Context: an optimization exercise on an open-source flow, tuned for small area, a short achievable clock period and few clock cycles. The choices shown serve that exercise and are no tape-out recipe.
The RTL was checked by simulation tests, not by an equivalence proof against the original design.

pepper:
Design be_rank, start of the top module:
module be_rank #(
    parameter N  = 32,
    parameter IW = 5                  
) (
    input  wire          clk,
    input  wire          rst,         
    input  wire [1:0]    cfg_mode,
    input  wire          cfg_sigma_neg,    
    input  wire [7:0]    cfg_wv,
    input  wire [7:0]    cfg_wh,
    input  wire [7:0]    cfg_wt,
    input  wire [7:0]    cfg_wl,
    input  wire [3:0]    cfg_shift,
    input  wire [15:0]   cfg_vrefc,
    input  wire [7:0]    cfg_tavgp,        
    input  wire          in_valid,
    output wire          in_ready,
    input  wire          in_last,
    input  wire [15:0]   in_vcap,
    input  wire [7:0]    in_temp,          
    input  wire [9:0]    in_life,
    input  wire          in_ins,           
    input  wire          in_obs,           
    output wire          out_valid,
    input  wire          out_ready,
    output wire          out_last,
    output wire          out_unranked,
    output wire [IW-1:0] out_rank,
    output wire [15:0]   out_score
);
Size in the first run: about 6400 cells after synthesis.
Settings: LEC_CHECK=0, CAP_MARGIN=20, CORE_MARGIN=2, CORE_UTILIZATION=40, CTS_CLUSTER_DIAMETER=60, CTS_CLUSTER_SIZE=30, SLEW_MARGIN=20; clock period 27.0 ns.
standard.sh (not shown) runs the stock make flow with config.mk's settings and CLKGATE_MAP_FILE= SYNTH_SCRIPT=/design/flow/synth_recipe.tcl, a recipe that flattens the netlist after the stock synthesis.
==> flow/flow/run.sh <==
#!/bin/bash
# Standard layout, with the port buffers made from buf_2 cells.
set -euo pipefail
export BUFFER_PORTS_ARGS="-buffer_cell sky130_fd_sc_hd__buf_2"
bash standard.sh > standard.log 2>&1
pepper: PASS, flow complete, no timing, DRC or antenna violations
Testbench counts of pepper, summed over its fixed seeds: cycles 12,576.
> inputs changed (pepper -> juniper)
--- a/flow/design.v
+++ b/flow/design.v
@@ -930,27 +930,27 @@
         wire P20 = P16 & P15;
         wire G21 = G18 | (P18 & G17);
         wire P21 = P18 & P17;
         wire G22 = G20 | (P20 & G19);
         wire P22 = P20 & P19;
         wire G23 = G12 | (P12 & G21);
         wire P23 = P12 & P21;
         wire G24 = G23 | (P23 & G22);
         wire P24 = P23 & P22;
         assign lt[g] = G24;
     end endgenerate
-    reg  [31:0]   le_d;         
     reg  [31:0]   inc_d;        
     reg           ins_d;
-    wire [5:0]    le_cnt;
-    wire [31:0]   le_v = le_d;
+    reg  [4:0]    jc, jc_d;     
+    wire [5:0]    pc_cnt;
+    wire [31:0]   le_v = inc_d;
     wire pc_0 = le_v[0] ^ le_v[1] ^ le_v[2];
     wire pc_1 = (le_v[0] & le_v[1]) | (le_v[0] & le_v[2]) | (le_v[1] & le_v[2]);
     wire pc_2 = le_v[3] ^ le_v[4] ^ le_v[5];
     wire pc_3 = (le_v[3] & le_v[4]) | (le_v[3] & le_v[5]) | (le_v[4] & le_v[5]);
     wire pc_4 = le_v[6] ^ le_v[7] ^ le_v[8];
     wire pc_5 = (le_v[6] & le_v[7]) | (le_v[6] & le_v[8]) | (le_v[7] & le_v[8]);
     wire pc_6 = le_v[9] ^ le_v[10] ^ le_v[11];
     wire pc_7 = (le_v[9] & le_v[10]) | (le_v[9] & le_v[11]) | (le_v[10] & le_v[11]);
     wire pc_8 = le_v[12] ^ le_v[13] ^ le_v[14];
     wire pc_9 = (le_v[12] & le_v[13]) | (le_v[12] & le_v[14]) | (le_v[13] & le_v[14]);
     wire pc_10 = le_v[15] ^ le_v[16] ^ le_v[17];
@@ -1028,35 +1028,40 @@
     wire pc_82 = pc_76 | (pc_77 & pc_74);
     wire pc_83 = pc_77 & pc_75;
     wire pc_84 = pc_66 | (pc_72 & pc_82);
     wire pc_85 = pc_72 & pc_83;
     wire pc_86 = pc_78 | (pc_79 & pc_82);
     wire pc_87 = pc_79 & pc_83;
     wire pc_88 = pc_69 ^ pc_62;
     wire pc_89 = pc_70 ^ pc_74;
     wire pc_90 = pc_71 ^ pc_80;
     wire pc_91 = pc_72 ^ pc_82;
     wire pc_92 = pc_73 ^ pc_84;
-    assign le_cnt = {pc_92, pc_91, pc_90, pc_89, pc_88, pc_68};
+    assign pc_cnt = {pc_92, pc_91, pc_90, pc_89, pc_88, pc_68};
+    wire [4:0]    le_cnt = jc_d - pc_cnt[4:0];
     reg  [4:0] e31;             
     reg  [4:0] hp, tp;          
     reg  [5:0] n;               
     reg        o_valid;         
     reg        sk_v;            
     wire       out_go  = (n != 6'd0) & (e31 == hp) & ~rc[31] & o_valid & ~sk_v;
     wire [5:0] n1      = n - {5'd0, out_go};
     assign     ins     = xv_q[0] & ~n1[5] & ((n1 == 6'd0) | (e31 == tp + 5'd1));
     wire       clr     = ins & xlast;
     wire [4:0] rank31  = rr[31] + {4'd0, inc_d[30]};
     always @(posedge clk) begin
-        le_d  <= rc & ~lt;
+        jc_d  <= jc;
+        if (rst_q)
+            jc <= 5'd0;
+        else if (ins)
+            jc <= xlast ? 5'd0 : jc + 5'd1;
         inc_d <= {32{ins}} & rc & lt;
         ins_d <= ins;
         for (j = 0; j < 31; j = j + 1) begin
             rk[j+1] <= rk[j];
             rl[j+1] <= rl[j];
         end
         for (j = 1; j < 31; j = j + 1)
             rr[j+1] <= rr[j] + {4'd0, inc_d[j-1]};
         rr[1] <= ins_d ? le_cnt[4:0] : rr[0] + {4'd0, inc_d[31]};
         rr[0] <= rank31;
         if (ins) begin
- Between juniper and pepper, it is juniper whose worst hold margin is higher, by 19 ps.
- Looking at instance count of the mapped netlist, juniper sits 220 below pepper.
- juniper does worse than pepper on maximum frequency.
- Of juniper and pepper, it is juniper that has the lower synthesis-to-finish area growth.
- Share of final layout cell area taken by clock buffers and inverters (juniper over pepper): decrease, 0.19 points
- Against pepper, juniper comes in 416 lower on total of fill cells in the finished design.
- Worst-path maximum fanout delta for juniper relative to pepper: 1 higher
- For juniper, the critical path's slowest cell was sky130_fd_sc_hd__dfxtp_1, unlike pepper, where it was sky130_fd_sc_hd__edfxtp_1.
Testbench counts of juniper, summed over its fixed seeds: cycles 12,576.

static timing again, ports no longer ideal:
In the flow no input, the clock included, has a driving cell. The finished layouts below were timed again as built, in two steps. Step 1, drivers: a clkbuf_16 drives clk and a buf_2 each remaining input, both assumed. Step 2 adds t to the input delays and takes it off the output delays; t is the mean of the earliest and latest rising clock arrival at the registers after step 1. Input paths then give back, and output paths get back, about the clock's delay inside the block. a / b / c = ideal / step 1 / step 2; a / b = the first two.
run | t, ns | slack for setup (ns) | worst setup path at the end | latest minus earliest clock arrival (ns) | pins driven straight from the clock port
pepper | 0.825 | 20.266 / 20.184 / 20.465 | input to register | 0.100 / 0.100 | 1
juniper | 0.837 | 20.225 / 20.140 / 20.459 | input to register | 0.060 / 0.059 | 1
After both steps setup and hold are still met in every run listed.
